From an optimization exercise on the open Yosys and OpenROAD flow, aimed at small area, a short achievable clock period and few clock cycles per item; shortcuts taken in it are not production practice.
At most, simulation tests tie the RTL to the original design; equivalence was not proved.
Function not checked in run 4: the RTL went through the layout flow alone.
No activity file was given, so power comes from the tool's default toggle rates.

`design.v`:
```
module rowq8 (
  input  wire        clk,
  input  wire        rst,             
  input  wire        in_valid,
  output wire        in_ready,
  input  wire [31:0] in_data,         
  output wire        out_valid,
  input  wire        out_ready,
  output wire [7:0]  out_q,           
  output wire        out_last,        
  output wire [31:0] out_scale,       
  output wire [7:0]  out_nonfinite,   
  output wire [7:0]  out_zero
);
  reg        in_rdy;
  reg        ir_v;
  reg        ir_s;
  reg [7:0]  ir_e;           
  reg [7:0]  ir_m;           
  reg        ir_st;          
  reg        ir_spec;        
  reg        ir_nan;
  reg        ir_fnz;         
  reg        ir_big;         
  wire in_fire = in_valid && in_rdy;
  wire [7:0] d_e   = in_data[30:23];
  wire       d_enz = (d_e != 8'd0);
  wire       d_st  = |in_data[15:0];
  wire       d_fnz = (in_data[22:16] != 7'd0) || d_st;
  reg  [1279:0] ring;        
  wire [9:0]    head = ring[9:0];
  reg [6:0]  in_idx;
  reg [6:0]  out_idx;
  reg [6:0]  dist_in;        
  reg [6:0]  dist_out;       
  reg [6:0]  gap;            
  reg        in_at;          
  reg        out_at;         
  reg        gap_nz;         
  reg        full_row;       
  reg        occ_ok;         
  reg        last_at;        
  reg        in_last;        
  reg        in_first;       
  reg [7:0]  rmax;           
  reg        rbig;           
  reg [6:0]  tin [0:7];      
  reg [7:0]  tin_nz;         
  reg [7:0]  nf_in;
  reg [6:0]  tout [0:7];
  reg [7:0]  tflag;          
  reg [3:0]  k0;             
  reg [7:0]  m_out;          
  reg        big_out;
  reg [7:0]  nf_conv;
  reg        p1_v;
  reg        p1_s;
  reg [6:0]  p1_int;
  reg        p1_g;
  reg        p1_stk;
  reg        p1_inf;
  reg        p1_nz;
  reg        p1_last;
  reg        o_v,  k1_v,  k2_v;
  reg [8:0]  o_d,  k1_d,  k2_d;    
  reg [7:0]  acc_z;
  reg [7:0]  fin_z;
  reg [7:0]  nf_out;
  reg [7:0]  s_out;
  wire take     = full_row && out_at && occ_ok;
  wire wr       = ir_v && in_at && (!full_row || gap_nz || take);
  wire row_done = wr && in_last;
  wire pop      = o_v && out_ready;
  wire [8:0] w_diff    = {1'b0, rmax} - {1'b0, ir_e};    
  wire       w_newmax  = ir_fnz && w_diff[8];
  wire       w_eqmax   = ir_fnz && (rmax == ir_e);
  wire [8:0] w_rise    = {1'b0, ir_e} - {1'b0, rmax};    
  wire       w_rise8   = (w_rise[8:3] != 6'd0);
  wire [3:0] w_dl      = w_diff[8] ? 4'd0 :
                         (w_diff[7:3] != 5'd0) ? 4'd8 : {1'b0, w_diff[2:0]};
  reg  [7:0] w_y;
  reg        w_lost;
  always @(*) begin
    case (w_dl)
      4'd0: begin w_y = ir_m;               w_lost = 1'b0;              end
      4'd1: begin w_y = {1'd0, ir_m[7:1]};  w_lost = ir_m[0];           end
      4'd2: begin w_y = {2'd0, ir_m[7:2]};  w_lost = |ir_m[1:0];        end
      4'd3: begin w_y = {3'd0, ir_m[7:3]};  w_lost = |ir_m[2:0];        end
      4'd4: begin w_y = {4'd0, ir_m[7:4]};  w_lost = |ir_m[3:0];        end
      4'd5: begin w_y = {5'd0, ir_m[7:5]};  w_lost = |ir_m[4:0];        end
      4'd6: begin w_y = {6'd0, ir_m[7:6]};  w_lost = |ir_m[5:0];        end
      4'd7: begin w_y = {7'd0, ir_m[7]};    w_lost = |ir_m[6:0];        end
      default: begin w_y = 8'd0;            w_lost = 1'b1;              end
    endcase
  end
  reg [9:0] w_code;
  always @(*) begin
    if (ir_spec)
      w_code = ir_nan ? 10'd0 : {1'b1, 8'd0, ir_s};
    else if (!ir_fnz || w_y == 8'd0)
      w_code = {1'b0, 8'd0, ir_fnz};
    else
      w_code = {ir_s, w_y, ir_st || w_lost};
  end
  wire [7:0] rmax_n = w_newmax ? ir_e : rmax;
  wire       rbig_n = w_newmax ? ir_big : (rbig || (w_eqmax && ir_big));
  wire [7:0] nf_n   = nf_in + {7'd0, ir_spec};
  reg [6:0] ts0 [0:7];
  reg [6:0] ts1 [0:7];
  reg [6:0] ts2 [0:7];
  reg [6:0] ts3 [0:7];
  reg [7:0] tz0, tz1, tz2, tz3;
  integer d;
  always @(*) begin
    for (d = 0; d < 8; d = d + 1) begin
      ts0[d] = (w_newmax && w_rise[0]) ? ((d >= 1) ? tin[d-1] : in_idx) : tin[d];
      tz0[d] = (w_newmax && w_rise[0]) ? ((d >= 1) ? tin_nz[d-1] : !in_first) : tin_nz[d];
    end
    for (d = 0; d < 8; d = d + 1) begin
      ts1[d] = (w_newmax && w_rise[1]) ? ((d >= 2) ? ts0[d-2] : in_idx) : ts0[d];
      tz1[d] = (w_newmax && w_rise[1]) ? ((d >= 2) ? tz0[d-2] : !in_first) : tz0[d];
    end
    for (d = 0; d < 8; d = d + 1) begin
      ts2[d] = (w_newmax && w_rise[2]) ? ((d >= 4) ? ts1[d-4] : in_idx) : ts1[d];
      tz2[d] = (w_newmax && w_rise[2]) ? ((d >= 4) ? tz1[d-4] : !in_first) : tz1[d];
    end
    for (d = 0; d < 8; d = d + 1) begin
      ts3[d] = (w_newmax && w_rise8) ? in_idx : ts2[d];
      tz3[d] = (w_newmax && w_rise8) ? !in_first : tz2[d];
    end
  end
  wire       m_small = (rmax_n[7:3] == 5'd0) && (rmax_n[2:0] != 3'd7);    
  wire [3:0] k0_new  = (rmax_n == 8'd0) ? 4'd9 :
                       m_small ? (4'd8 - {1'b0, rmax_n[2:0]}) : {3'd0, rbig_n} + 4'd1;
  wire       mo_small = (m_out[7:3] == 5'd0) && (m_out[2:0] != 3'd7);
  wire [7:0] s_conv   = (m_out == 8'd0) ? 8'd127 :
                        mo_small ? 8'd1 : (m_out - 8'd6 + {7'd0, big_out});
  reg [3:0] dcnt;
  always @(*) begin
    casez (tflag)
      8'b1???????: dcnt = 4'd8;
      8'b01??????: dcnt = 4'd7;
      8'b001?????: dcnt = 4'd6;
      8'b0001????: dcnt = 4'd5;
      8'b00001???: dcnt = 4'd4;
      8'b000001??: dcnt = 4'd3;
      8'b0000001?: dcnt = 4'd2;
      8'b00000001: dcnt = 4'd1;
      default:     dcnt = 4'd0;
    endcase
  end
  wire [4:0] k_sum = {1'b0, k0} + {1'b0, dcnt};
  wire [3:0] k_cur = (k_sum > 5'd9) ? 4'd9 : k_sum[3:0];
  wire       h_s   = head[9];
  wire [7:0] h_y   = head[8:1];
  wire       h_st  = head[0];
  reg [6:0] h_int;
  reg       h_g;
  reg       h_stk;
  always @(*) begin
    case (k_cur)
      4'd1: begin h_int = h_y[7:1];          h_g = h_y[0]; h_stk = 1'b0;       end
      4'd2: begin h_int = {1'd0, h_y[7:2]};  h_g = h_y[1]; h_stk = h_y[0];     end
      4'd3: begin h_int = {2'd0, h_y[7:3]};  h_g = h_y[2]; h_stk = |h_y[1:0];  end
      4'd4: begin h_int = {3'd0, h_y[7:4]};  h_g = h_y[3]; h_stk = |h_y[2:0];  end
      4'd5: begin h_int = {4'd0, h_y[7:5]};  h_g = h_y[4]; h_stk = |h_y[3:0];  end
      4'd6: begin h_int = {5'd0, h_y[7:6]};  h_g = h_y[5]; h_stk = |h_y[4:0];  end
      4'd7: begin h_int = {6'd0, h_y[7]};    h_g = h_y[6]; h_stk = |h_y[5:0];  end
      4'd8: begin h_int = 7'd0;              h_g = h_y[7]; h_stk = |h_y[6:0];  end
      default: begin h_int = 7'd0;           h_g = 1'b0;   h_stk = 1'b0;       end
    endcase
  end
  wire h_yz = (h_y == 8'd0);
  wire       c_r    = p1_g && (p1_stk || p1_int[0]);
  wire [7:0] c_q    = p1_inf ? (p1_stk ? 8'h81 : 8'h7F)
                    : (({1'b0, p1_int} ^ {8{p1_s}}) + {7'd0, p1_s ^ c_r});
  wire       c_zero = p1_nz && (p1_int == 7'd0) && !c_r;
  wire [8:0] c_d    = {c_q, p1_last};
  wire       ir_v_n     = in_fire || (ir_v && !wr);
  wire       in_at_n    = wr ? in_at : (dist_in == 7'd127);
  wire       out_at_n   = take ? out_at : (dist_out == 7'd127);
  wire [6:0] gap_n      = gap + {6'd0, take} - {6'd0, wr};
  wire       full_row_n = row_done ? 1'b1 :
                          (take && last_at) ? 1'b0 : full_row;
  wire       p1_v_n     = take;
  wire       o_v_n      = pop ? (k1_v || p1_v) : (o_v || p1_v);
  wire       k1_v_n     = pop ? (k2_v || (k1_v && p1_v)) : (k1_v || (o_v && p1_v));
  wire       k2_v_n     = pop ? (k2_v && p1_v) : (k2_v || (k1_v && p1_v));
  wire       occ_ok_n   = p1_v_n ? !k1_v_n : !k2_v_n;
  wire       take_n     = full_row_n && out_at_n && occ_ok_n;
  wire       gap_nz_n   = (gap_n != 7'd0);
  wire       wr_n       = ir_v_n && in_at_n && (!full_row_n || gap_nz_n || take_n);
  wire [6:0] out_idx_p1 = out_idx + 7'd1;
  assign in_ready      = in_rdy;
  assign out_valid     = o_v;
  assign out_q         = o_d[8:1];
  assign out_last      = o_d[0];
  assign out_scale     = {1'b0, s_out, 23'd0};
  assign out_nonfinite = nf_out;
  assign out_zero      = fin_z;
  always @(posedge clk)
    ring <= {(wr ? w_code : head), ring[1279:10]};
  always @(posedge clk) begin
    if (in_fire) begin
      ir_s    <= in_data[31];
      ir_e    <= {d_e[7:1], d_e[0] || !d_enz};
      ir_m    <= {d_enz, in_data[22:16]};
      ir_st   <= d_st;
      ir_spec <= (d_e == 8'hFF);
      ir_nan  <= (d_e == 8'hFF) && d_fnz;
      ir_fnz  <= (d_e != 8'hFF) && (d_enz || d_fnz);
      ir_big  <= (in_data[22:17] == 6'h3F) && (in_data[16] || d_st);
    end
    p1_s    <= h_s;
    p1_int  <= h_int;
    p1_g    <= h_g;
    p1_stk  <= h_stk || h_st;
    p1_inf  <= h_s && h_yz;
    p1_nz   <= !h_yz || (!h_s && h_st);
    p1_last <= last_at;
    if (row_done) begin
      for (d = 0; d < 8; d = d + 1) tout[d] <= ts3[d];
      k0      <= k0_new;
      m_out   <= rmax_n;
      big_out <= rbig_n;
      nf_conv <= nf_n;
    end
    if (take && last_at)
      nf_out <= nf_conv;
    if (!(o_v || k1_v || k2_v || p1_v) || (pop && o_d[0]))
      s_out <= s_conv;
    if (pop) begin
      o_d  <= k1_v ? k1_d : c_d;
      k1_d <= k2_v ? k2_d : c_d;
      k2_d <= c_d;
    end else begin
      if (!o_v)  o_d  <= c_d;
      if (!k1_v) k1_d <= c_d;
      if (!k2_v) k2_d <= c_d;
    end
    if (p1_v && p1_last)
      fin_z <= acc_z + {7'd0, c_zero};
    if (row_done)
      tflag <= tz3;
    else if (take)
      for (d = 0; d < 8; d = d + 1)
        tflag[d] <= tflag[d] && (tout[d] != out_idx_p1);
  end
  always @(posedge clk) begin
    if (rst) begin
      in_rdy   <= 1'b1;
      ir_v     <= 1'b0;
      in_idx   <= 7'd0;
      out_idx  <= 7'd0;
      dist_in  <= 7'd127;      
      dist_out <= 7'd127;
      gap      <= 7'd0;
      in_at    <= 1'b0;
      out_at   <= 1'b0;
      gap_nz   <= 1'b0;
      full_row <= 1'b0;
      occ_ok   <= 1'b1;
      last_at  <= 1'b0;
      in_last  <= 1'b0;
      in_first <= 1'b1;
      rmax     <= 8'd0;
      rbig     <= 1'b0;
      nf_in    <= 8'd0;
      for (d = 0; d < 8; d = d + 1) tin[d] <= 7'd0;
      tin_nz   <= 8'd0;
      p1_v     <= 1'b0;
      o_v      <= 1'b0;
      k1_v     <= 1'b0;
      k2_v     <= 1'b0;
      acc_z    <= 8'd0;
    end else begin
      in_rdy   <= !ir_v_n || wr_n;
      ir_v     <= ir_v_n;
      in_idx   <= in_idx + {6'd0, wr};
      out_idx  <= out_idx + {6'd0, take};
      dist_in  <= dist_in + {6'd0, !wr};
      dist_out <= dist_out + {6'd0, !take};
      gap      <= gap_n;
      in_at    <= in_at_n;
      out_at   <= out_at_n;
      gap_nz   <= gap_nz_n;
      full_row <= full_row_n;
      occ_ok   <= occ_ok_n;
      if (take)
        last_at <= (out_idx == 7'd126);
      if (wr) begin
        in_last  <= (in_idx == 7'd126);
        in_first <= in_last;
      end
      if (row_done) begin
        rmax   <= 8'd0;
        rbig   <= 1'b0;
        nf_in  <= 8'd0;
        for (d = 0; d < 8; d = d + 1) tin[d] <= 7'd0;
        tin_nz <= 8'd0;
      end else if (wr) begin
        rmax   <= rmax_n;
        rbig   <= rbig_n;
        nf_in  <= nf_n;
        for (d = 0; d < 8; d = d + 1) tin[d] <= ts3[d];
        tin_nz <= tz3;
      end
      p1_v     <= p1_v_n;
      o_v      <= o_v_n;
      k1_v     <= k1_v_n;
      k2_v     <= k2_v_n;
      if (p1_v)
        acc_z <= p1_last ? 8'd0 : acc_z + {7'd0, c_zero};
    end
  end
endmodule
```
`constraint.sdc`:
```
create_clock -name core_clock -period 14.0 [get_ports {clk}]
set_input_delay 2.8000 -clock core_clock [delete_from_list [all_inputs] [get_ports {clk}]]
set_output_delay 2.8000 -clock core_clock [all_outputs]
set_load 0.01 [all_outputs]
```
`run.sh`:
```
#!/bin/bash
# synth_recipe.tcl (not shown) runs the flow's synth.tcl, then flattens the netlist and writes it again
# the make line also repeats each setting of config.mk as NAME=value (left out here)
make -C /OpenROAD-flow-scripts/flow DESIGN_CONFIG=/design/flow/config.mk WORK_HOME=/design/flow/orfs CLKGATE_MAP_FILE= SYNTH_SCRIPT=/design/flow/synth_recipe.tcl finish
```
`config.mk`:
```
export PLATFORM = sky130hd
export DESIGN_NAME = rowq8
export DESIGN_NICKNAME = rowq8
export VERILOG_FILES = /design/flow/design.v
export SDC_FILE = /design/flow/constraint.sdc
export NUM_CORES = 4
export LEC_CHECK = 0
export CAP_MARGIN = 20
export CORE_MARGIN = 2
export CORE_UTILIZATION = 40
export SLEW_MARGIN = 20
export SYNTH_MEMORY_MAX_BITS = 8192
```
==> run summary, run 1 <==
routed wire length per instance 14.8 um; die outline width 332 um; antenna violation net count after detailed routing 0; vias post-DR 22,400; switching share of total power 0.226; Post CTS Setup Buffer Count 0; first-iteration detailed-routing DRC count 1,554; start point of the worst hold path ring[1274]; maximum cell stage delay along the critical path 1.10 ns; maximum fanout along the worst path 22; # port buffers 70; share of final-layout standard cells stronger than drive strength 1 0.0982; clock transition at the register clock pins on the worst setup and hold paths after CTS 0.06 ns; capture endpoint of the worst hold path ring[1264]; actual slew at the worst max-slew pin 1.16 ns; sum of negative setup slack 0 ns; placed wire-length estimate 42.7 mm; cell area power density 187 nW/um^2; cell area after synthesis 43,100 um^2; H-Tree Depth 4; Synth Register Bits 1,589; outcome timing/DRC/antenna clean; number of standard-cell rows in the floorplan 120; core area 107,000 um^2; cells along the critical path ha_1, inv_1, fa_1, a211oi_4, nor3_2, nor2_2, nand2_1, a21oi_2, nor2_1, a21oi_1, inv_1; worst min-delay path category reg2reg; met3 wire length 6.53 mm; highest achievable clock rate 0.213 GHz; part of the power in combinational logic 0.069; total instance count after detailed placement 4,569; cell count after synthesis 3,195; maximum number of pins on one net before global-route repair 84; worst ir drop on vdd 0.000103 V; signed area change from the synthesized netlist to the final layout 16.4%; data required time of the critical path 14.46 ns; max layer used met5; capture point of the worst reg-to-reg path tout[5][6]; post-synthesis cell type count 93; type of the worst setup path reg2reg; warnings from Yosys 7; sequential area share after synthesis 0.770; async set-or-reset flop fraction in the synthesized netlist 0; source of the worst register-to-register timing path ir_e[0]; Slowest cell on crit path a21oi_2; global-route wire length before repair 113 mm; sum of met2 wire segment lengths after detailed routing 28.8 mm; final net count 3,403; final count of pins violating max slew 0; num ports 95; unrepaired setup endpoints after global routing no; setup slack on the worst flop-to-flop path 9.29 ns; CTS buffer count 147; Finish-stage setup viols 0; number of global-route vias before repair 21,400; static leakage 19.5 nW; total routing usage reported by global routing 0.129; part of the total power dissipated in sequential elements 0.505; depth of the worst register-to-register path 11; ant diodes 0; hold_ws 0.314 ns; residual DRC count 0; reported net switching power 2.12 mW; sort of element at the end of the critical path flop; part of the power in the clock network 0.426; most frequent cell on the critical path inv_1; initial core utilization 0.403; number of buffers added to fix hold violations after cts 0; number of non-filler instances in the completed layout 4,836; max capacitance violation total 0; number of synthesized flops with an enable pin 140; CTS-repair resized insts 0; crit path time final 4.71 ns; source-to-sink clock delay at the later pin of the worst-skew pair 0.74 ns; Routability Congestion 0.863; wire length on met1 34.3 mm; number of iterations in the first detailed-routing pass 6; clock tree from TritonCTS yes; die height 332 um; Tcrit/Tclk final 0.336; Root Buffer Master clkbuf_16; Hold Crit Depth 0; maximum buffer depth of the clock tree 3; CP startpoint kind flop; critical path arrival 5.17 ns; cell-internal power 7.26 mW; dominant register cell in the synthesized netlist dfxtp_1; aggregate global routing overflow 0; area of the die 110,000 um^2; maximum clock skew at final layout 0.0307 ns; Post-Syn Area per Cell 13.5 um^2; Vias per Instance 4.64; Final Hold Violating Endpoints 0; antenna violations before repair 3; Clock Sinks 1,589; Slew Limit Headroom 0.225; Detailed Route WL 71.5 mm
==> Yosys cell counts, drive strengths merged (34+ instances only) <==
library cell | n | area [um^2]
a21oi | 108 | 544
nand3 | 88 | 440
o211ai | 34 | 255
xor2 | 66 | 586
edfxtp | 140 | 4200
buf | 69 | 435
dfxtp | 1449 | 29000
mux2 | 39 | 439
nor2b | 34 | 213
inv | 76 | 285
nand2 | 210 | 788
clkbuf | 75 | 282
o21ai | 114 | 582
ha | 47 | 588
xnor2 | 60 | 526
nor2 | 166 | 654
==> cells in the final DEF (no fill, tap or decap), types with 25 or more instances in the layout <==
master           instances
a21oi_1                107
a22oi_1                 32
clkbuf_1                28
clkbuf_16              151
clkdlybuf4s50_1         69
clkinv_2                25
dfxtp_1               1449
edfxtp_1               140
ha_1                    47
inv_1                   75
mux2_2                  39
mux2i_1                 32
nand2_1                209
nand3_1                 87
nor2_1                 160
nor2b_1                 34
o211ai_1                34
o21ai_0                105
xnor2_1                 60
xor2_1                  64
==> registers in the layout, summed over array words and instances (netlist names), 7 cells and up <==
signal and count:
dist_out 7, rmax 8, tin_nz 8, nf_out 8
acc_z 8, s_out 8, in_idx 7, dist_in 7
tout 56, ir_e 8, o_d 9, ir_m 8
tin 56, gap 7, nf_conv 8, nf_in 8
tflag 8, k2_d 9, out_idx 7, ring 1280
k1_d 9, p1_int 7, m_out 8, fin_z 8
==> per-stage QoR <==
stage	utilization	cell area, um^2	setup WS (ns)	total power, mW
floorplan	-	43200	9.88	5.29
global placement	0.422	45100	8.91	5.46
detailed placement	0.422	45200	8.87	5.46
CTS	0.469	50200	9.25	9.49
global route	0.469	50200	9.15	9.75
finish	0.469	50200	9.29	9.38
==> per-layer routing <==
layer,vias to the layer above,GRT usage
li1,11100,-
met1,10600,0.178
met2,636,0.179
met3,161,0.0505
met4,2,0.0521
met5,-,0
==> power groups by stage <==
| stage | clock (mW) | sequential (mW) | combinational, mW |
|---|---|---|---|
| after floorplan | 0 | 4.82 | 0.478 |
| after global placement | 0 | 4.83 | 0.625 |
| after detailed placement | 0 | 4.83 | 0.630 |
| after CTS | 4.13 | 4.73 | 0.634 |
| after global routing | 4.31 | 4.74 | 0.705 |
| final | 4.00 | 4.73 | 0.648 |
==> layout make-up <==
cell class,count,area (um^2)
Clock buffer,202,4190
Clock inverter,64,825
Fill cell,9416,56900
Inverter,77,289
Multi-Input combinational cell,1408,9030
Sequential cell,1589,33200
Tap cell,1403,1760
Timing Repair Buffer,93,892
==> critical path: cells and delay by family (launching register included) <==
kind,cells,cell delay (ns)
flops,1,0.39
compound gates,3,1.85
simple gates,4,1.33
fa+ha+maj,2,0.66
buf+inv,2,0.21
==> worst max-delay path by stage <==
| stage | start | endpoint | slack [ns] |
|---|---|---|---|
| after floorplan | out_ready | in_rdy | 9.88 |
| after global placement | out_ready | in_rdy | 8.91 |
| after detailed placement | out_ready | in_rdy | 8.87 |
| after CTS | o_v | out_valid | 9.25 |
| after global routing | full_row | in_rdy | 9.15 |
| final | ir_e[0] | tout[5][6] | 9.29 |
==> kinds of logic (layout without fill, tap and decap cells) <==
logic type,after synthesis,after routing,synth area share
and+or+nand+nor,649,649,0.0715
adders and majority gates,52,52,0.0157
AOI/OAI and AO/OA,486,486,0.0758
DFF,1589,1589,0.770
muxes,71,71,0.0176
xor gates and xnor gates,126,126,0.0258
buffers and inverters,221,436,0.0233
other,1,24,0.0000870
Testbench counts, summed over its fixed seeds: cycles 17,432, rows 128.
==> inputs of run 2 (changes only) <==
--- a/design.v
+++ b/design.v
@@ -47,7 +47,11 @@
   reg [6:0]  tin [0:7];      
   reg [7:0]  tin_nz;         
+  reg [3:0]  dz;             
+  reg [7:0]  tin_gt1;        
+  reg        in_ge2;         
   reg [7:0]  nf_in;
   reg [6:0]  tout [0:7];
-  reg [7:0]  tflag;          
+  reg [7:0]  tfx;            
+  reg [3:0]  dcur;           
   reg [3:0]  k0;             
   reg [7:0]  m_out;          
@@ -106,28 +110,15 @@
   wire       rbig_n = w_newmax ? ir_big : (rbig || (w_eqmax && ir_big));
   wire [7:0] nf_n   = nf_in + {7'd0, ir_spec};
-  reg [6:0] ts0 [0:7];
-  reg [6:0] ts1 [0:7];
-  reg [6:0] ts2 [0:7];
-  reg [6:0] ts3 [0:7];
-  reg [7:0] tz0, tz1, tz2, tz3;
+  reg [7:0] w_en;
+  reg [2:0] w_off;
   integer d;
   always @(*) begin
     for (d = 0; d < 8; d = d + 1) begin
-      ts0[d] = (w_newmax && w_rise[0]) ? ((d >= 1) ? tin[d-1] : in_idx) : tin[d];
-      tz0[d] = (w_newmax && w_rise[0]) ? ((d >= 1) ? tin_nz[d-1] : !in_first) : tin_nz[d];
-    end
-    for (d = 0; d < 8; d = d + 1) begin
-      ts1[d] = (w_newmax && w_rise[1]) ? ((d >= 2) ? ts0[d-2] : in_idx) : ts0[d];
-      tz1[d] = (w_newmax && w_rise[1]) ? ((d >= 2) ? tz0[d-2] : !in_first) : tz0[d];
-    end
-    for (d = 0; d < 8; d = d + 1) begin
-      ts2[d] = (w_newmax && w_rise[2]) ? ((d >= 4) ? ts1[d-4] : in_idx) : ts1[d];
-      tz2[d] = (w_newmax && w_rise[2]) ? ((d >= 4) ? tz1[d-4] : !in_first) : tz1[d];
-    end
-    for (d = 0; d < 8; d = d + 1) begin
-      ts3[d] = (w_newmax && w_rise8) ? in_idx : ts2[d];
-      tz3[d] = (w_newmax && w_rise8) ? !in_first : tz2[d];
+      w_off   = d - {29'd0, rmax[2:0]} - 1;
+      w_en[d] = w_newmax && (w_rise8 || ({1'b0, w_off} < {1'b0, w_rise[2:0]}));
     end
   end
+  wire [4:0] dz_s = {1'b0, dz} + {1'b0, w_rise[3:0]};
+  wire [3:0] dz_n = !w_newmax ? dz : (w_rise8 || dz_s[4:3] != 2'd0) ? 4'd8 : dz_s[3:0];
   wire       m_small = (rmax_n[7:3] == 5'd0) && (rmax_n[2:0] != 3'd7);    
   wire [3:0] k0_new  = (rmax_n == 8'd0) ? 4'd9 :
@@ -136,19 +127,25 @@
   wire [7:0] s_conv   = (m_out == 8'd0) ? 8'd127 :
                         mo_small ? 8'd1 : (m_out - 8'd6 + {7'd0, big_out});
-  reg [3:0] dcnt;
+  function [3:0] pop8;
+    input [7:0] v;
+    reg [1:0] a, b, c, e;
+    reg [2:0] f, g;
+    begin
+      a = {1'b0, v[0]} + {1'b0, v[1]};
+      b = {1'b0, v[2]} + {1'b0, v[3]};
+      c = {1'b0, v[4]} + {1'b0, v[5]};
+      e = {1'b0, v[6]} + {1'b0, v[7]};
+      f = {1'b0, a} + {1'b0, b};
+      g = {1'b0, c} + {1'b0, e};
+      pop8 = {1'b0, f} + {1'b0, g};
+    end
+  endfunction
+  wire [6:0] out_idx_p2 = out_idx + 7'd2;
+  reg [7:0] tfx_n;
   always @(*) begin
-    casez (tflag)
-      8'b1???????: dcnt = 4'd8;
-      8'b01??????: dcnt = 4'd7;
-      8'b001?????: dcnt = 4'd6;
-      8'b0001????: dcnt = 4'd5;
-      8'b00001???: dcnt = 4'd4;
-      8'b000001??: dcnt = 4'd3;
-      8'b0000001?: dcnt = 4'd2;
-      8'b00000001: dcnt = 4'd1;
-      default:     dcnt = 4'd0;
-    endcase
+    for (d = 0; d < 8; d = d + 1)
+      tfx_n[d] = tfx[d] && (tout[d] != out_idx_p2);
   end
-  wire [4:0] k_sum = {1'b0, k0} + {1'b0, dcnt};
+  wire [4:0] k_sum = {1'b0, k0} + {1'b0, dcur};
   wire [3:0] k_cur = (k_sum > 5'd9) ? 4'd9 : k_sum[3:0];
   wire       h_s   = head[9];
@@ -191,5 +188,4 @@
   wire       gap_nz_n   = (gap_n != 7'd0);
   wire       wr_n       = ir_v_n && in_at_n && (!full_row_n || gap_nz_n || take_n);
-  wire [6:0] out_idx_p1 = out_idx + 7'd1;
   assign in_ready      = in_rdy;
   assign out_valid     = o_v;
@@ -220,5 +216,5 @@
     p1_last <= last_at;
     if (row_done) begin
-      for (d = 0; d < 8; d = d + 1) tout[d] <= ts3[d];
+      for (d = 0; d < 8; d = d + 1) tout[d] <= w_en[d] ? in_idx : tin[d];
       k0      <= k0_new;
       m_out   <= rmax_n;
@@ -241,9 +237,13 @@
     if (p1_v && p1_last)
       fin_z <= acc_z + {7'd0, c_zero};
-    if (row_done)
-      tflag <= tz3;
-    else if (take)
-      for (d = 0; d < 8; d = d + 1)
-        tflag[d] <= tflag[d] && (tout[d] != out_idx_p1);
+    if (row_done) begin
+      tfx   <= w_en | tin_gt1;
+      dcur  <= dz_n;
+    end else if (take) begin
+      tfx   <= tfx_n;
+      dcur  <= pop8(tfx);
+    end
+    for (d = 0; d < 8; d = d + 1)
+      if (wr && (in_first || w_en[d])) tin[d] <= in_idx;
   end
   always @(posedge clk) begin
@@ -267,6 +267,8 @@
       rbig     <= 1'b0;
       nf_in    <= 8'd0;
-      for (d = 0; d < 8; d = d + 1) tin[d] <= 7'd0;
       tin_nz   <= 8'd0;
+      dz       <= 4'd0;
+      tin_gt1  <= 8'd0;
+      in_ge2   <= 1'b0;
       p1_v     <= 1'b0;
       o_v      <= 1'b0;
@@ -297,12 +299,14 @@
         rbig   <= 1'b0;
         nf_in  <= 8'd0;
-        for (d = 0; d < 8; d = d + 1) tin[d] <= 7'd0;
         tin_nz <= 8'd0;
+        dz     <= 4'd0;
       end else if (wr) begin
         rmax   <= rmax_n;
         rbig   <= rbig_n;
         nf_in  <= nf_n;
-        for (d = 0; d < 8; d = d + 1) tin[d] <= ts3[d];
-        tin_nz <= tz3;
+        tin_nz <= in_first ? 8'd0 : (tin_nz | w_en);
+        dz     <= in_first ? 4'd0 : dz_n;
+        tin_gt1 <= in_first ? 8'd0 : (tin_gt1 | (w_en & {8{in_ge2}}));
+        in_ge2 <= !in_first && !in_last;
       end
       p1_v     <= p1_v_n;
--- a/config.mk
+++ b/config.mk
@@ -8,5 +8,8 @@
 export CAP_MARGIN = 20
 export CORE_MARGIN = 2
-export CORE_UTILIZATION = 40
+export CORE_UTILIZATION = 65
+export CTS_BUF_LIST = sky130_fd_sc_hd__clkbuf_4 sky130_fd_sc_hd__clkbuf_8
+export CTS_CLUSTER_SIZE = 30
+export PLACE_DENSITY = 0.75
 export SLEW_MARGIN = 20
 export SYNTH_MEMORY_MAX_BITS = 8192
==> run 2 against run 1 <==
  * Synthesized area down 2.4%
  * Largest power group unchanged
  * Sequential power up 2%
  * Highest routed layer is now met4
  * Wire length down 5.1%
  * Still clean
  * Largest cell class unchanged
==> run summary, run 2 <==
number of global-route vias before repair 20,700 (was 21,400); top cells by count, synth 1,398 x dfxtp_1, 200 x edfxtp_1, 134 x nor2_1, 107 x a21oi_1, 91 x xor2_1 (was 1,449 x dfxtp_1, 210 x nand2_1, 161 x nor2_1, 140 x edfxtp_1, 107 x a21oi_1); area of the die 66,800 um^2 (was 110,000 um^2); cell count after synthesis 2,778 (was 3,195); cell family with most CP delay buffers and inverters (was compound AO/OA/AOI/OAI gates); die height 258 um (was 332 um); cell area after layout 48,400 um^2 (was 50,200 um^2); type of the worst setup path reg2out (was reg2reg); number of iterations in the first detailed-routing pass 8 (was 6); Post CTS Setup Buffer Count 0 (unchanged); Hold Crit Depth 0 (unchanged); cell area after synthesis 42,100 um^2 (was 43,100 um^2); core area 64,200 um^2 (was 107,000 um^2); register containing the most flip-flops in the final layout ring (unchanged); first-iteration detailed-routing DRC count 1,267 (was 1,554); cell area power density 187 nW/um^2 (about the same); antenna violations before repair 4 (was 3); CP bufs+invs 1 (was 2); clock tree from TritonCTS yes (unchanged); async set-or-reset flop fraction in the synthesized netlist 0 (unchanged); worst min-delay path category reg2reg (unchanged); part of the power in the clock network 0.419 (was 0.426); total routing usage reported by global routing 0.209 (was 0.129); number of synthesized flops with an enable pin 200 (was 140); Clock Sinks 1,598 (was 1,589); highest achievable clock rate 0.206 GHz (was 0.213 GHz); critical path arrival 2.06 ns (was 5.17 ns); share of final-layout standard cells stronger than drive strength 1 0.154 (was 0.0982); CP startpoint kind flop (unchanged); vias post-DR 20,000 (was 22,400); final count of pins violating max slew 0 (unchanged); Routability Congestion 0.821 (was 0.863); actual slew at the worst max-slew pin 1.04 ns (was 1.16 ns); cells along the critical path clkdlybuf4s50_1 (was ha_1, inv_1, fa_1, a211oi_4, nor3_2, nor2_2, nand2_1, a21oi_2, nor2_1, a21oi_1, inv_1); switching share of total power 0.219 (was 0.226); # port buffers 70 (unchanged); dominant register cell in the synthesized netlist dfxtp_1 (unchanged); initial core utilization 0.655 (was 0.403); depth of the worst register-to-register path 12 (was 11); sort of element at the end of the critical path output pin (was flop); part of the total power dissipated in sequential elements 0.531 (was 0.505); footprint of the flip-flops and latches 34,000 um^2 (was 33,200 um^2); Synth area leaders dfxtp_1 66%, edfxtp_1 14%, mux2_4 2.0% (was dfxtp_1 67%, edfxtp_1 9.7%, nand2_1 1.8%); most frequent cells in the layout 1,398 x dfxtp_1, 276 x clkbuf_8, 200 x edfxtp_1, 134 x nor2_1, 107 x a21oi_1 (was 1,449 x dfxtp_1, 209 x nand2_1, 160 x nor2_1, 151 x clkbuf_16, 140 x edfxtp_1); number of standard-cell rows in the floorplan 93 (was 120); Post-Syn Area per Cell 15.2 um^2 (was 13.5 um^2); antenna violation net count after detailed routing 0 (unchanged); max capacitance violation total 0 (unchanged); flip-flop count of the largest register after layout 1,280 (unchanged); aggregate global routing overflow 0 (unchanged); maximum buffer depth of the clock tree 3 (unchanged); static leakage 19.5 nW (about the same); Slew Limit Headroom 0.300 (was 0.225); maximum fanout along the worst path 11 (was 22); Finish-stage setup viols 0 (unchanged); maximum clock skew at final layout 0.0498 ns (was 0.0307 ns); part of the power in combinational logic 0.050 (was 0.069); area used by multi-input combinational logic 7390 um^2 (was 9030 um^2); post-synthesis cell type count 82 (was 93); sum of negative setup slack 0 ns (unchanged); sequential area share after synthesis 0.808 (was 0.770); warnings from Yosys 3 (was 7); clock transition at the register clock pins on the worst setup and hold paths after CTS 0.07 ns (was 0.06 ns); reported net switching power 1.99 mW (was 2.12 mW); Synth top area share 0.665 (was 0.673); most common cell in the synthesized netlist dfxtp_1 (unchanged); Synth Register Bits 1,598 (was 1,589); outcome timing/DRC/antenna clean (unchanged); maximum cell stage delay along the critical path 0.71 ns (was 1.10 ns); leading registers by flop count ring (1280), tin (56), tout (56) (unchanged); Vias per Instance 4.97 (was 4.64); instance area after placement 43,500 um^2 (was 45,200 um^2); die outline width 258 um (was 332 um); global-route wire length before repair 109 mm (was 113 mm); cell-internal power 7.09 mW (was 7.26 mW); Slowest cell on crit path clkdlybuf4s50_1 (was a21oi_2); maximum number of pins on one net before global-route repair 87 (was 84); residual DRC count 0 (unchanged); signed area change from the synthesized netlist to the final layout 15.0% (was 16.4%); source-to-sink clock delay at the later pin of the worst-skew pair 0.84 ns (was 0.74 ns); CTS-repair resized insts 0 (unchanged); H-Tree Depth 4 (unchanged); data required time of the critical path 11.20 ns (was 14.46 ns); number of cells on the critical path 1 (was 11); Root Buffer Master clkbuf_8 (was clkbuf_16); Tcrit/Tclk final 0.347 (was 0.336); final net count 3,116 (was 3,403); worst ir drop on vdd 0.000130 V (was 0.000103 V); num ports 95 (unchanged); unrepaired setup endpoints after global routing no (unchanged); most common cell after layout, fill and taps aside dfxtp_1 (unchanged); number of buffers added to fix hold violations after cts 0 (unchanged); Detailed Route WL 67.8 mm (was 71.5 mm); crit path time final 4.86 ns (was 4.71 ns); dominant cell type by area after synthesis dfxtp_1 (unchanged); CTS buffer count 213 (was 147); Final Hold Violating Endpoints 0 (unchanged); placed wire-length estimate 40.0 mm (was 42.7 mm); routed wire length per instance 16.8 um (was 14.8 um); final-layout fill cell count 3,642 (was 9,416)
[run 2: cell families (layout without fill, tap and decap cells)]
logic type | count (synthesis) | count (layout) | share of synthesized area
flops | 1598 | 1598 | 0.808
mux | 75 | 75 | 0.0248
simple gates | 429 | 429 | 0.0514
compound gates | 301 | 301 | 0.0447
xor+xnor | 130 | 130 | 0.0275
fa+ha+maj | 78 | 78 | 0.0247
buf+inv | 166 | 540 | 0.0192
other cells | 1 | 26 | 0.0000891
[run 2: final timing paths]
path / end / from / slack (ns)
max: out_valid / o_v / 9.14
min: ring[906] / ring[916] / 0.30
max reg2reg: in_rdy / full_row / 9.57
min reg2reg: ring[906] / ring[916] / 0.30
[run 2: routing by layer]
layer  track usage  vias up  wire [um]
li1              -     9796          -
met1         0.274     9593      30500
met2         0.340      529      32600
met3        0.0474      118       3280
met4        0.0841        0       1450
met5             0        -          0
[run 2: power groups by stage]
stage / Sequential [mW] / Clock [mW] / Combinational [mW]
after floorplan: 4.90 / 0 / 0.364
after global placement: 4.92 / 0 / 0.427
after detailed placement: 4.92 / 0 / 0.444
after CTS: 4.82 / 3.89 / 0.450
after global routing: 4.83 / 4.08 / 0.496
final: 4.82 / 3.80 / 0.452
[run 2: metrics by stage]
| step | hold WS, ns | power, mW | setup slack (ns) | utilization | instances |
|---|---|---|---|---|---|
| 2_1_floorplan | 0.310 | 5.26 | 9.90 | - | 2801 |
| 3_3_place_gp | 0.309 | 5.34 | 8.88 | 0.677 | 3642 |
| 3_5_place_dp | 0.312 | 5.37 | 8.85 | 0.677 | 3642 |
| 4_1_cts | 0.286 | 9.17 | 9.09 | 0.753 | 4029 |
| 5_1_grt | 0.299 | 9.41 | 9.06 | 0.754 | 4032 |
| 6_report | 0.297 | 9.08 | 9.14 | 0.754 | 4032 |
[run 2: final cells by class]
cell class | instances | share of cell area
multi-input combinational | 1037 | 0.153
tap | 855 | 0.0221
inverter | 73 | 0.00566
timing repair buffer | 80 | 0.0159
clock inverter | 46 | 0.0128
clock buffer | 341 | 0.0886
sequential | 1598 | 0.702
antenna | 2 | 0.000103
[run 2: worst register-to-register path, cell delays in order, from the launching register on]
cell,delay (ns)
dfxtp_1,0.38
nand3_1,0.38
nand3b_1,0.22
nand3_1,0.09
buf_4,0.25
inv_1,0.60
buf_4,0.34
nand2_1,0.48
inv_2,0.27
buf_4,0.81
o21ai_0,0.21
a21oi_1,0.18
a22oi_1,0.09
Testbench counts of run 2, summed over its fixed seeds: cycles 17,432, rows 128.
==> inputs of run 3 (changes only) <==
--- a/config.mk
+++ b/config.mk
@@ -8,8 +8,5 @@
 export CAP_MARGIN = 20
 export CORE_MARGIN = 2
-export CORE_UTILIZATION = 65
-export CTS_BUF_LIST = sky130_fd_sc_hd__clkbuf_4 sky130_fd_sc_hd__clkbuf_8
-export CTS_CLUSTER_SIZE = 30
-export PLACE_DENSITY = 0.75
+export CORE_UTILIZATION = 40
 export SLEW_MARGIN = 20
 export SYNTH_MEMORY_MAX_BITS = 8192
==> run 3 against run 2 <==
  * Via count down 3.9%
  * Global-route usage down 9.0 points
  * Die area up 61%
  * Cell count up 10%
  * Power up 3.2%
  * Design area up 1.9%
  * Wire length down 7.2%
  * Fmax up 4.2%
  * Clock skew down 0.0056 ns
  * Critical path type unchanged
  * Largest cell class unchanged
  * Largest power group unchanged
==> run summary, run 3 <==
Post-Syn Area per Cell 15.2 um^2 (unchanged); max capacitance violation total 0 (unchanged); initial core utilization 0.405 (was 0.655); Hold Crit Depth 0 (unchanged); antenna violation net count after detailed routing 0 (unchanged); source of the worst register-to-register timing path rmax[0] (was full_row); Synth Register Bits 1,598 (unchanged); register containing the most flip-flops in the final layout ring (unchanged); die outline width 328 um (was 258 um); dominant register cell in the synthesized netlist dfxtp_1 (unchanged); final count of pins violating max slew 0 (unchanged); signed area change from the synthesized netlist to the final layout 17.2% (was 15.0%); total routing usage reported by global routing 0.119 (was 0.209); dominant cell type by area after synthesis dfxtp_1 (unchanged); Detailed Route WL 63.0 mm (was 67.8 mm); share of final-layout standard cells stronger than drive strength 1 0.111 (was 0.154); capture point of the worst reg-to-reg path tin[7][4] (was in_rdy); aggregate global routing overflow 0 (unchanged); unrepaired setup endpoints after global routing no (unchanged); Vias per Instance 4.34 (was 4.97); hold_ws 0.293 ns (was 0.297 ns); area of the die 108,000 um^2 (was 66,800 um^2); worst min-delay path category reg2reg (unchanged); residual DRC count 0 (unchanged); combinational family with the most area after synthesis simple AND/OR/NAND/NOR gates (unchanged); die height 328 um (was 258 um); Root Buffer Master clkbuf_16 (was clkbuf_8); setup slack on the worst flop-to-flop path 9.50 ns (was 9.57 ns); ant diodes 0 (was 2); cell family with most CP delay buffers and inverters (unchanged); static leakage 19.4 nW (was 19.5 nW); H-Tree Depth 4 (unchanged); Finish-stage setup viols 0 (unchanged); data required time of the critical path 11.20 ns (about the same); Clock Sinks 1,598 (unchanged); number of iterations in the first detailed-routing pass 5 (was 8); CP startpoint kind flop (unchanged); number of buffers added to fix hold violations after cts 0 (unchanged); CP bufs+invs 1 (unchanged); clock tree from TritonCTS yes (unchanged); async set-or-reset flop fraction in the synthesized netlist 0 (unchanged); # port buffers 70 (unchanged); critical path arrival 1.87 ns (was 2.06 ns); type of the worst setup path reg2out (unchanged); maximum number of pins on one net before global-route repair 82 (was 87); Final Hold Violating Endpoints 0 (unchanged); number of standard-cell rows in the floorplan 118 (was 93); Slowest cell on crit path clkdlybuf4s50_1 (unchanged); part of the total power dissipated in sequential elements 0.515 (was 0.531); synthesized-area fraction occupied by xor and xnor cells 0.0275 (unchanged); antenna violations before repair 1 (was 4); Slew Limit Headroom 0.286 (was 0.300); number of synthesized flops with an enable pin 200 (unchanged); most frequent cells in the layout 1,398 x dfxtp_1, 200 x edfxtp_1, 148 x clkbuf_16, 134 x nor2_1, 107 x a21oi_1 (was 1,398 x dfxtp_1, 276 x clkbuf_8, 200 x edfxtp_1, 134 x nor2_1, 107 x a21oi_1); highest achievable clock rate 0.214 GHz (was 0.206 GHz); warnings from Yosys 3 (unchanged); outcome timing/DRC/antenna clean (unchanged); capture endpoint of the worst hold path ring[557] (was ring[906]); fraction of met1 tracks used by global routing 0.175 (was 0.274); vias post-DR 19,300 (was 20,000); routed wire length per instance 14.2 um (was 16.8 um); top cells by count, synth 1,398 x dfxtp_1, 200 x edfxtp_1, 134 x nor2_1, 107 x a21oi_1, 91 x xor2_1 (unchanged); first-iteration detailed-routing DRC count 1,223 (was 1,267); num ports 95 (unchanged); post-synthesis cell type count 82 (unchanged); met3 usage in global routing 0.0311 (was 0.0474); global-route wire length before repair 102 mm (was 109 mm); flip-flop count of the largest register after layout 1,280 (unchanged); CTS-repair resized insts 0 (unchanged); depth of the worst register-to-register path 10 (was 12); busiest layer in global routing met1 (was met2); fraction of the mapped netlist area in adder cells 0.0247 (unchanged); Synth top area share 0.665 (unchanged); leading registers by flop count ring (1280), tin (56), tout (56) (unchanged); worst ir drop on vdd 0.000143 V (was 0.000130 V); final net count 3,051 (was 3,116); cell area power density 190 nW/um^2 (was 187 nW/um^2); switching share of total power 0.210 (was 0.219); number of global-route vias before repair 18,700 (was 20,700); sum of negative setup slack 0 ns (unchanged); clock transition at the register clock pins on the worst setup and hold paths after CTS 0.06 ns (was 0.07 ns); start point of the worst hold path ring[567] (was ring[916]); crit path time final 4.67 ns (was 4.86 ns); cells along the critical path clkdlybuf4s50_1 (unchanged); actual slew at the worst max-slew pin 1.07 ns (was 1.04 ns); cell-internal power 7.40 mW (was 7.09 mW); part of the power in the clock network 0.437 (was 0.419); Synth area leaders dfxtp_1 66%, edfxtp_1 14%, mux2_4 2.0% (unchanged); source-to-sink clock delay at the later pin of the worst-skew pair 0.72 ns (was 0.84 ns); Post CTS Setup Buffer Count 0 (unchanged); maximum cell stage delay along the critical path 0.62 ns (was 0.71 ns); part of the power in combinational logic 0.048 (was 0.050); met2 GRT Util 0.168 (was 0.340); synthesized-area fraction occupied by ao, oa, aoi and oai cells 0.0447 (unchanged); Tcrit/Tclk final 0.333 (was 0.347); most common cell after layout, fill and taps aside dfxtp_1 (unchanged); timing startpoint of the critical path o_v (unchanged); sequential area share after synthesis 0.808 (unchanged); cell count after synthesis 2,778 (unchanged); cell area after synthesis 42,100 um^2 (unchanged); CTS buffer count 146 (was 213); mux share of post-synthesis cell area 0.0248 (unchanged); placed wire-length estimate 38.4 mm (was 40.0 mm); maximum buffer depth of the clock tree 3 (unchanged); sort of element at the end of the critical path output pin (unchanged); maximum clock skew at final layout 0.0442 ns (was 0.0498 ns); reported net switching power 1.97 mW (was 1.99 mW); simple-gate share of the synthesized area 0.0514 (unchanged); Routability Congestion 0.829 (was 0.821); maximum fanout along the worst path 11 (unchanged); most common cell in the synthesized netlist dfxtp_1 (unchanged); core area 104,000 um^2 (was 64,200 um^2)
==> run 3: logic make-up after synthesis <==
kind of cell / count (synthesis)
buffers and inverters: 166
DFF: 1598
muxes: 75
and+or+nand+nor: 429
AOI/OAI and AO/OA: 301
xor gates and xnor gates: 130
adders and majority gates: 78
other: 1
==> run 3: final cells by class <==
cell class	count	area, um^2
clock buffers	208	4230
clock inverters	59	920
fillers	8941	54600
inverters	73	274
multi-input cells	1037	7380
flip-flops and latches	1598	34000
well taps	1380	1730
repair buffers	82	806
==> run 3: worst max path at each step <==
stage | depth (start not counted) | slack (ns) | endpoint
2_1_floorplan | 9 | 9.90 | dcur[2]
3_3_place_gp | 8 | 8.88 | in_rdy
3_5_place_dp | 8 | 8.85 | in_rdy
4_1_cts | 1 | 9.27 | out_valid
5_1_grt | 10 | 9.18 | tin[7][4]
6_report | 1 | 9.33 | out_valid
==> run 3: stage by stage <==
| stage | util | area (um^2) | std cells | setup WS [ns] | power (mW) |
|---|---|---|---|---|---|
| finish | 0.475 | 49300 | 4437 | 9.33 | 9.37 |
| CTS | 0.474 | 49300 | 4436 | 9.27 | 9.49 |
| global placement | 0.425 | 44200 | 4169 | 8.88 | 5.36 |
| global route | 0.475 | 49300 | 4437 | 9.18 | 9.74 |
| detailed placement | 0.425 | 44200 | 4169 | 8.85 | 5.37 |
| floorplan | - | 42200 | 2801 | 9.90 | 5.26 |
==> run 3: per-layer routing <==
metal / up-vias / wire length (um)
met5: - / 0
met4: 0 / 1450
met3: 129 / 3900
met2: 419 / 25800
met1: 9082 / 31800
li1: 9627 / -
==> run 3: power groups by stage <==
stage,logic (mW),clock network [mW],registers (mW)
global route,0.507,4.40,4.83
floorplan,0.364,0,4.90
global placement,0.444,0,4.92
detailed placement,0.448,0,4.92
CTS,0.453,4.22,4.82
finish,0.453,4.09,4.82
==> inputs of run 4 (changes only) <==
--- a/design.v
+++ b/design.v
@@ -23,4 +23,5 @@
   reg        ir_fnz;         
   reg        ir_big;         
+  reg [3:0]  ir_k0;          
   wire in_fire = in_valid && in_rdy;
   wire [7:0] d_e   = in_data[30:23];
@@ -53,19 +54,11 @@
   reg [6:0]  tout [0:7];
   reg [7:0]  tfx;            
-  reg [3:0]  dcur;           
   reg [3:0]  k0;             
   reg [7:0]  m_out;          
   reg        big_out;
   reg [7:0]  nf_conv;
-  reg        p1_v;
-  reg        p1_s;
-  reg [6:0]  p1_int;
-  reg        p1_g;
-  reg        p1_stk;
-  reg        p1_inf;
-  reg        p1_nz;
-  reg        p1_last;
-  reg        o_v,  k1_v,  k2_v;
-  reg [8:0]  o_d,  k1_d,  k2_d;    
+  reg [3:0]  kk;             
+  reg        o_v,  k1_v;
+  reg [8:0]  o_d,  k1_d;     
   reg [7:0]  acc_z;
   reg [7:0]  fin_z;
@@ -121,7 +114,21 @@
   wire [4:0] dz_s = {1'b0, dz} + {1'b0, w_rise[3:0]};
   wire [3:0] dz_n = !w_newmax ? dz : (w_rise8 || dz_s[4:3] != 2'd0) ? 4'd8 : dz_s[3:0];
-  wire       m_small = (rmax_n[7:3] == 5'd0) && (rmax_n[2:0] != 3'd7);    
-  wire [3:0] k0_new  = (rmax_n == 8'd0) ? 4'd9 :
-                       m_small ? (4'd8 - {1'b0, rmax_n[2:0]}) : {3'd0, rbig_n} + 4'd1;
+  function [3:0] ksat;
+    input [3:0] a, b;
+    reg [4:0] t;
+    begin
+      t = {1'b0, a} + {1'b0, b};
+      ksat = (t > 5'd9) ? 4'd9 : t[3:0];
+    end
+  endfunction
+  wire       r_small = (rmax[7:3] == 5'd0) && (rmax[2:0] != 3'd7);        
+  wire [3:0] k0_r    = (rmax == 8'd0) ? 4'd9 :
+                       r_small ? (4'd8 - {1'b0, rmax[2:0]}) : {3'd0, rbig} + 4'd1;
+  wire [3:0] k0_rb   = r_small ? (4'd8 - {1'b0, rmax[2:0]}) : {3'd0, rbig || ir_big} + 4'd1;
+  wire [3:0] k0_new  = w_newmax ? ir_k0 : w_eqmax ? k0_rb : k0_r;
+  wire [4:0] kz_t    = {1'b0, ir_k0} + {1'b0, dz};
+  wire [4:0] kz_s    = kz_t + {2'd0, w_rise[2:0]};
+  wire [3:0] kk_row  = w_newmax ? ((w_rise8 || kz_s > 5'd9) ? 4'd9 : kz_s[3:0]) :
+                       w_eqmax  ? ksat(k0_rb, dz) : ksat(k0_r, dz);
   wire       mo_small = (m_out[7:3] == 5'd0) && (m_out[2:0] != 3'd7);
   wire [7:0] s_conv   = (m_out == 8'd0) ? 8'd127 :
@@ -147,6 +154,4 @@
       tfx_n[d] = tfx[d] && (tout[d] != out_idx_p2);
   end
-  wire [4:0] k_sum = {1'b0, k0} + {1'b0, dcur};
-  wire [3:0] k_cur = (k_sum > 5'd9) ? 4'd9 : k_sum[3:0];
   wire       h_s   = head[9];
   wire [7:0] h_y   = head[8:1];
@@ -156,5 +161,5 @@
   reg       h_stk;
   always @(*) begin
-    case (k_cur)
+    case (kk)
       4'd1: begin h_int = h_y[7:1];          h_g = h_y[0]; h_stk = 1'b0;       end
       4'd2: begin h_int = {1'd0, h_y[7:2]};  h_g = h_y[1]; h_stk = h_y[0];     end
@@ -169,9 +174,12 @@
   end
   wire h_yz = (h_y == 8'd0);
-  wire       c_r    = p1_g && (p1_stk || p1_int[0]);
-  wire [7:0] c_q    = p1_inf ? (p1_stk ? 8'h81 : 8'h7F)
-                    : (({1'b0, p1_int} ^ {8{p1_s}}) + {7'd0, p1_s ^ c_r});
-  wire       c_zero = p1_nz && (p1_int == 7'd0) && !c_r;
-  wire [8:0] c_d    = {c_q, p1_last};
+  wire       c_stk  = h_stk || h_st;
+  wire       c_inf  = h_s && h_yz;
+  wire       c_nz   = !h_yz || (!h_s && h_st);
+  wire       c_r    = h_g && (c_stk || h_int[0]);
+  wire [7:0] c_q    = c_inf ? (h_st ? 8'h81 : 8'h7F)
+                    : (({1'b0, h_int} ^ {8{h_s}}) + {7'd0, h_s ^ c_r});
+  wire       c_zero = c_nz && (h_int == 7'd0) && !c_r;
+  wire [8:0] c_d    = {c_q, last_at};
   wire       ir_v_n     = in_fire || (ir_v && !wr);
   wire       in_at_n    = wr ? in_at : (dist_in == 7'd127);
@@ -180,9 +188,7 @@
   wire       full_row_n = row_done ? 1'b1 :
                           (take && last_at) ? 1'b0 : full_row;
-  wire       p1_v_n     = take;
-  wire       o_v_n      = pop ? (k1_v || p1_v) : (o_v || p1_v);
-  wire       k1_v_n     = pop ? (k2_v || (k1_v && p1_v)) : (k1_v || (o_v && p1_v));
-  wire       k2_v_n     = pop ? (k2_v && p1_v) : (k2_v || (k1_v && p1_v));
-  wire       occ_ok_n   = p1_v_n ? !k1_v_n : !k2_v_n;
+  wire       o_v_n      = pop ? (k1_v || take) : (o_v || take);
+  wire       k1_v_n     = pop ? (k1_v && take) : (k1_v || (o_v && take));
+  wire       occ_ok_n   = !k1_v_n;
   wire       take_n     = full_row_n && out_at_n && occ_ok_n;
   wire       gap_nz_n   = (gap_n != 7'd0);
@@ -207,12 +213,9 @@
       ir_fnz  <= (d_e != 8'hFF) && (d_enz || d_fnz);
       ir_big  <= (in_data[22:17] == 6'h3F) && (in_data[16] || d_st);
+      ir_k0   <= !d_enz ? 4'd7 :
+                 (d_e[7:3] != 5'd0 || d_e[2:0] == 3'd7) ?
+                   {3'd0, (in_data[22:17] == 6'h3F) && (in_data[16] || d_st)} + 4'd1 :
+                   4'd8 - {1'b0, d_e[2:0]};
     end
-    p1_s    <= h_s;
-    p1_int  <= h_int;
-    p1_g    <= h_g;
-    p1_stk  <= h_stk || h_st;
-    p1_inf  <= h_s && h_yz;
-    p1_nz   <= !h_yz || (!h_s && h_st);
-    p1_last <= last_at;
     if (row_done) begin
       for (d = 0; d < 8; d = d + 1) tout[d] <= w_en[d] ? in_idx : tin[d];
@@ -224,23 +227,21 @@
     if (take && last_at)
       nf_out <= nf_conv;
-    if (!(o_v || k1_v || k2_v || p1_v) || (pop && o_d[0]))
+    if (!(o_v || k1_v) || (pop && o_d[0]))
       s_out <= s_conv;
     if (pop) begin
       o_d  <= k1_v ? k1_d : c_d;
-      k1_d <= k2_v ? k2_d : c_d;
-      k2_d <= c_d;
+      k1_d <= c_d;
     end else begin
       if (!o_v)  o_d  <= c_d;
       if (!k1_v) k1_d <= c_d;
-      if (!k2_v) k2_d <= c_d;
     end
-    if (p1_v && p1_last)
+    if (take && last_at)
       fin_z <= acc_z + {7'd0, c_zero};
     if (row_done) begin
       tfx   <= w_en | tin_gt1;
-      dcur  <= dz_n;
+      kk    <= kk_row;
     end else if (take) begin
       tfx   <= tfx_n;
-      dcur  <= pop8(tfx);
+      kk    <= ksat(k0, pop8(tfx));
     end
     for (d = 0; d < 8; d = d + 1)
@@ -271,8 +272,6 @@
       tin_gt1  <= 8'd0;
       in_ge2   <= 1'b0;
-      p1_v     <= 1'b0;
       o_v      <= 1'b0;
       k1_v     <= 1'b0;
-      k2_v     <= 1'b0;
       acc_z    <= 8'd0;
     end else begin
@@ -310,10 +309,8 @@
         in_ge2 <= !in_first && !in_last;
       end
-      p1_v     <= p1_v_n;
       o_v      <= o_v_n;
       k1_v     <= k1_v_n;
-      k2_v     <= k2_v_n;
-      if (p1_v)
-        acc_z <= p1_last ? 8'd0 : acc_z + {7'd0, c_zero};
+      if (take)
+        acc_z <= last_at ? 8'd0 : acc_z + {7'd0, c_zero};
     end
   end
--- a/config.mk
+++ b/config.mk
@@ -8,5 +8,6 @@
 export CAP_MARGIN = 20
 export CORE_MARGIN = 2
-export CORE_UTILIZATION = 40
+export CORE_UTILIZATION = 65
+export PLACE_DENSITY = 0.75
 export SLEW_MARGIN = 20
 export SYNTH_MEMORY_MAX_BITS = 8192
==> run 4 against run 3 <==
  * Clock power shrank 5.9%
  * Flip-flop and latch count shrank 20
  * Via count grew 5.7%
  * Sequential share of layout area grew 0.82 points
  * Largest power group unchanged
  * Still clean on timing, DRC and antenna
  * Fmax grew 1.8%
  * Design area shrank 2.2%
==> run summary, run 4 <==
outcome timing/DRC/antenna clean (unchanged); max capacitance violation total 0 (unchanged); top cells by count, synth 1,374 x dfxtp_1, 204 x edfxtp_1, 125 x nor2_1, 115 x nand2_1, 106 x a21oi_1 (was 1,398 x dfxtp_1, 200 x edfxtp_1, 134 x nor2_1, 107 x a21oi_1, 91 x xor2_1); area of the die 66,800 um^2 (was 108,000 um^2); type of the worst setup path reg2out (unchanged); source-to-sink clock delay at the later pin of the worst-skew pair 0.72 ns (about the same); most common cell after layout, fill and taps aside dfxtp_1 (unchanged); sum of negative setup slack 0 ns (unchanged); dominant cell type by area after synthesis dfxtp_1 (unchanged); combinational family with the most area after synthesis simple AND/OR/NAND/NOR gates (unchanged); core area 64,200 um^2 (was 104,000 um^2); placed wire-length estimate 40.4 mm (was 38.4 mm); flip-flop count of the largest register after layout 1,280 (unchanged); critical path arrival 1.79 ns (was 1.87 ns); Vias per Instance 5.18 (was 4.34); Detailed Route WL 76.5 mm (was 63.0 mm); share of final-layout standard cells stronger than drive strength 1 0.103 (was 0.111); antenna violations before repair 1 (unchanged); cell family with most CP delay buffers and inverters (unchanged); Synth area leaders dfxtp_1 65%, edfxtp_1 15%, ha_1 2.4% (was dfxtp_1 66%, edfxtp_1 14%, mux2_4 2.0%); Slowest cell on crit path clkdlybuf4s50_1 (unchanged); die height 258 um (was 328 um); most frequent cells in the layout 1,374 x dfxtp_1, 204 x edfxtp_1, 144 x clkbuf_16, 125 x nor2_1, 115 x nand2_1 (was 1,398 x dfxtp_1, 200 x edfxtp_1, 148 x clkbuf_16, 134 x nor2_1, 107 x a21oi_1); highest achievable clock rate 0.218 GHz (was 0.214 GHz); leading registers by flop count ring (1280), tin (56), tout (56) (unchanged); Tcrit/Tclk final 0.328 (was 0.333); Post-Syn Area per Cell 15.0 um^2 (was 15.2 um^2); number of iterations in the first detailed-routing pass 6 (was 5); number of non-filler instances in the completed layout 3,927 (was 4,437); warnings from Yosys 3 (unchanged); simple-gate share of the synthesized area 0.0518 (was 0.0514); final critical-path setup slack 9.41 ns (was 9.33 ns); fraction of the mapped netlist area in adder cells 0.0312 (was 0.0247); synthesized-area fraction occupied by xor and xnor cells 0.0269 (was 0.0275); maximum cell stage delay along the critical path 0.65 ns (was 0.62 ns); Slew Limit Headroom 0.278 (was 0.286); clock transition at the register clock pins on the worst setup and hold paths after CTS 0.06 ns (about the same); die outline width 258 um (was 328 um); first-iteration detailed-routing DRC count 1,823 (was 1,223); cell area after layout 48,200 um^2 (was 49,300 um^2); register containing the most flip-flops in the final layout ring (unchanged); final cell utilization of the core 0.751 (was 0.475); final count of pins violating max slew 0 (unchanged); ant diodes 0 (unchanged); num ports 95 (unchanged); total routing usage reported by global routing 0.236 (was 0.119); global-route wire length before repair 121 mm (was 102 mm); maximum buffer depth of the clock tree 3 (unchanged); aggregate global routing overflow 0 (unchanged); most common cell in the synthesized netlist dfxtp_1 (unchanged); Synth Register Bits 1,578 (was 1,598); crit path time final 4.59 ns (was 4.67 ns); number of standard-cell rows in the floorplan 93 (was 118); data required time of the critical path 11.20 ns (about the same); unrepaired setup endpoints after global routing no (unchanged); sequential area share after synthesis 0.800 (was 0.808); Finish-stage setup viols 0 (unchanged); Final Hold Violating Endpoints 0 (unchanged); instance area after placement 43,500 um^2 (was 44,200 um^2); async set-or-reset flop fraction in the synthesized netlist 0 (unchanged); worst min-delay path category reg2reg (unchanged); CTS buffer count 139 (was 146); residual DRC count 0 (unchanged); final net count 3,097 (was 3,051); total instance count after detailed placement 3,678 (was 4,169); CP bufs+invs 1 (unchanged); Routability Congestion 0.876 (was 0.829); setup slack on the worst flop-to-flop path 9.52 ns (was 9.50 ns); CTS-repair resized insts 0 (unchanged); cell area power density 187 nW/um^2 (was 190 nW/um^2); cell area after synthesis 42,100 um^2 (about the same); worst ir drop on vdd 0.000102 V (was 0.000143 V); actual slew at the worst max-slew pin 1.08 ns (was 1.07 ns); sort of element at the end of the critical path output pin (unchanged); static leakage 19.2 nW (was 19.4 nW); vias post-DR 20,400 (was 19,300); Post CTS Setup Buffer Count 0 (unchanged); initial core utilization 0.655 (was 0.405); hold_ws 0.310 ns (was 0.293 ns); H-Tree Depth 4 (unchanged); Root Buffer Master clkbuf_16 (unchanged); signed area change from the synthesized netlist to the final layout 14.7% (was 17.2%); post-synthesis cell type count 82 (unchanged); number of synthesized flops with an enable pin 204 (was 200); post-route total power 9.02 mW (was 9.37 mW); cell count after synthesis 2,807 (was 2,778); routed wire length per instance 19.5 um (was 14.2 um); maximum fanout along the worst path 7 (was 11); Synth top area share 0.654 (was 0.665); # port buffers 70 (unchanged); number of buffers added to fix hold violations after cts 0 (unchanged); synthesized-area fraction occupied by ao, oa, aoi and oai cells 0.0490 (was 0.0447); cells along the critical path clkdlybuf4s50_1 (unchanged); mux share of post-synthesis cell area 0.0229 (was 0.0248); antenna violation net count after detailed routing 0 (unchanged); CP startpoint kind flop (unchanged); worst-case setup slack after placement 9.24 ns (was 8.85 ns); maximum clock skew at final layout 0.0256 ns (was 0.0442 ns); Clock Sinks 1,578 (was 1,598); maximum number of pins on one net before global-route repair 89 (was 82); dominant register cell in the synthesized netlist dfxtp_1 (unchanged); number of global-route vias before repair 21,500 (was 18,700); clock tree from TritonCTS yes (unchanged)
==> run 4: cell count changes in the layout (fill, tap and decap cells not counted), sizes merged, moves of 11 or more <==
cell	delta
dfxtp	-24
inv	+11
clkbuf	-13
ha	+13
nand2	+25
nor4	-11
a31oi	+13
nand2b	-13
==> run 4: final timing paths <==
check,end,from,depth (start not counted)
max,out_valid,o_v,1
max reg2reg,tin[2][6],rmax[0],11
min,ring[822],ring[832],0
min reg2reg,ring[822],ring[832],0
==> run 4: final cells by class <==
type	count	area [um^2]
sequential	1578	33600
fill	3658	16000
multi-input combinational	1079	7740
clock buffer	195	4050
tap	855	1070
timing repair buffer	83	813
clock inverter	53	618
inverter	84	317
==> run 4: kinds of logic (layout without fill, tap and decap cells) <==
family,count (synthesis),in the layout
AOI/OAI and AO/OA,316,316
xor gates and xnor gates,129,129
adders and majority gates,96,96
buffers and inverters,173,415
DFF,1578,1578
muxes,73,73
other,1,24
and+or+nand+nor,441,441
==> run 4: report_power, final <==
part           total [mW]  internal, mW  leakage, nW  switching (mW)
Sequential           4.75          4.69         13.0          0.0540
Clock                3.85          2.17         2.29            1.67
Combinational       0.424         0.172         3.93           0.252
==> run 4: metal layers <==
layer / GRT usage / vias to the layer above / part of all wire
met1: 0.289 / 9875 / 0.42
li1: - / 9704 / -
met3: 0.0439 / 189 / 0.043
met4: 0.0819 / 2 / 0.026
met2: 0.418 / 587 / 0.52
met5: 0 / - / 0.00014

==> re-timing with driven ports <==
How much do the figures lean on ideal ports? The routed layouts below were timed once more, with nothing changed but the port constraints.
Step 1 (the two cells are an assumption about what drives the block):
set clk [get_ports {clk}]
set_driving_cell -lib_cell sky130_fd_sc_hd__clkbuf_16 $clk
set_driving_cell -lib_cell sky130_fd_sc_hd__buf_2 [delete_from_list [all_inputs] $clk]
Step 2 also shifts input and output timing later by t, the mid clock arrival at the registers, as if the neighbouring blocks saw the same clock.
a / b / c = no drivers / after step 1 / after step 2; a / b = the first two.
| run | t (ns) | slack for setup (ns) | worst setup path after step 2 | slew at the worst register clock pin (ns) |
|---|---|---|---|---|
| run 1 | 0.794 | 9.295 / 9.264 / 8.837 | input to register | 0.06 / 0.06 |
| run 2 | 0.879 | 9.138 / 9.076 / 8.665 | input to register | 0.08 / 0.08 |
| run 3 | 0.762 | 9.332 / 9.268 / 8.749 | input to register | 0.07 / 0.07 |
| run 4 | 0.770 | 9.413 / 9.347 / 9.134 | input to register | 0.08 / 0.08 |
After both steps every run listed still meets setup and hold. The setup slack of run 3, which loses most, moves by -0.064 ns with the drivers and by -0.583 ns with both steps.
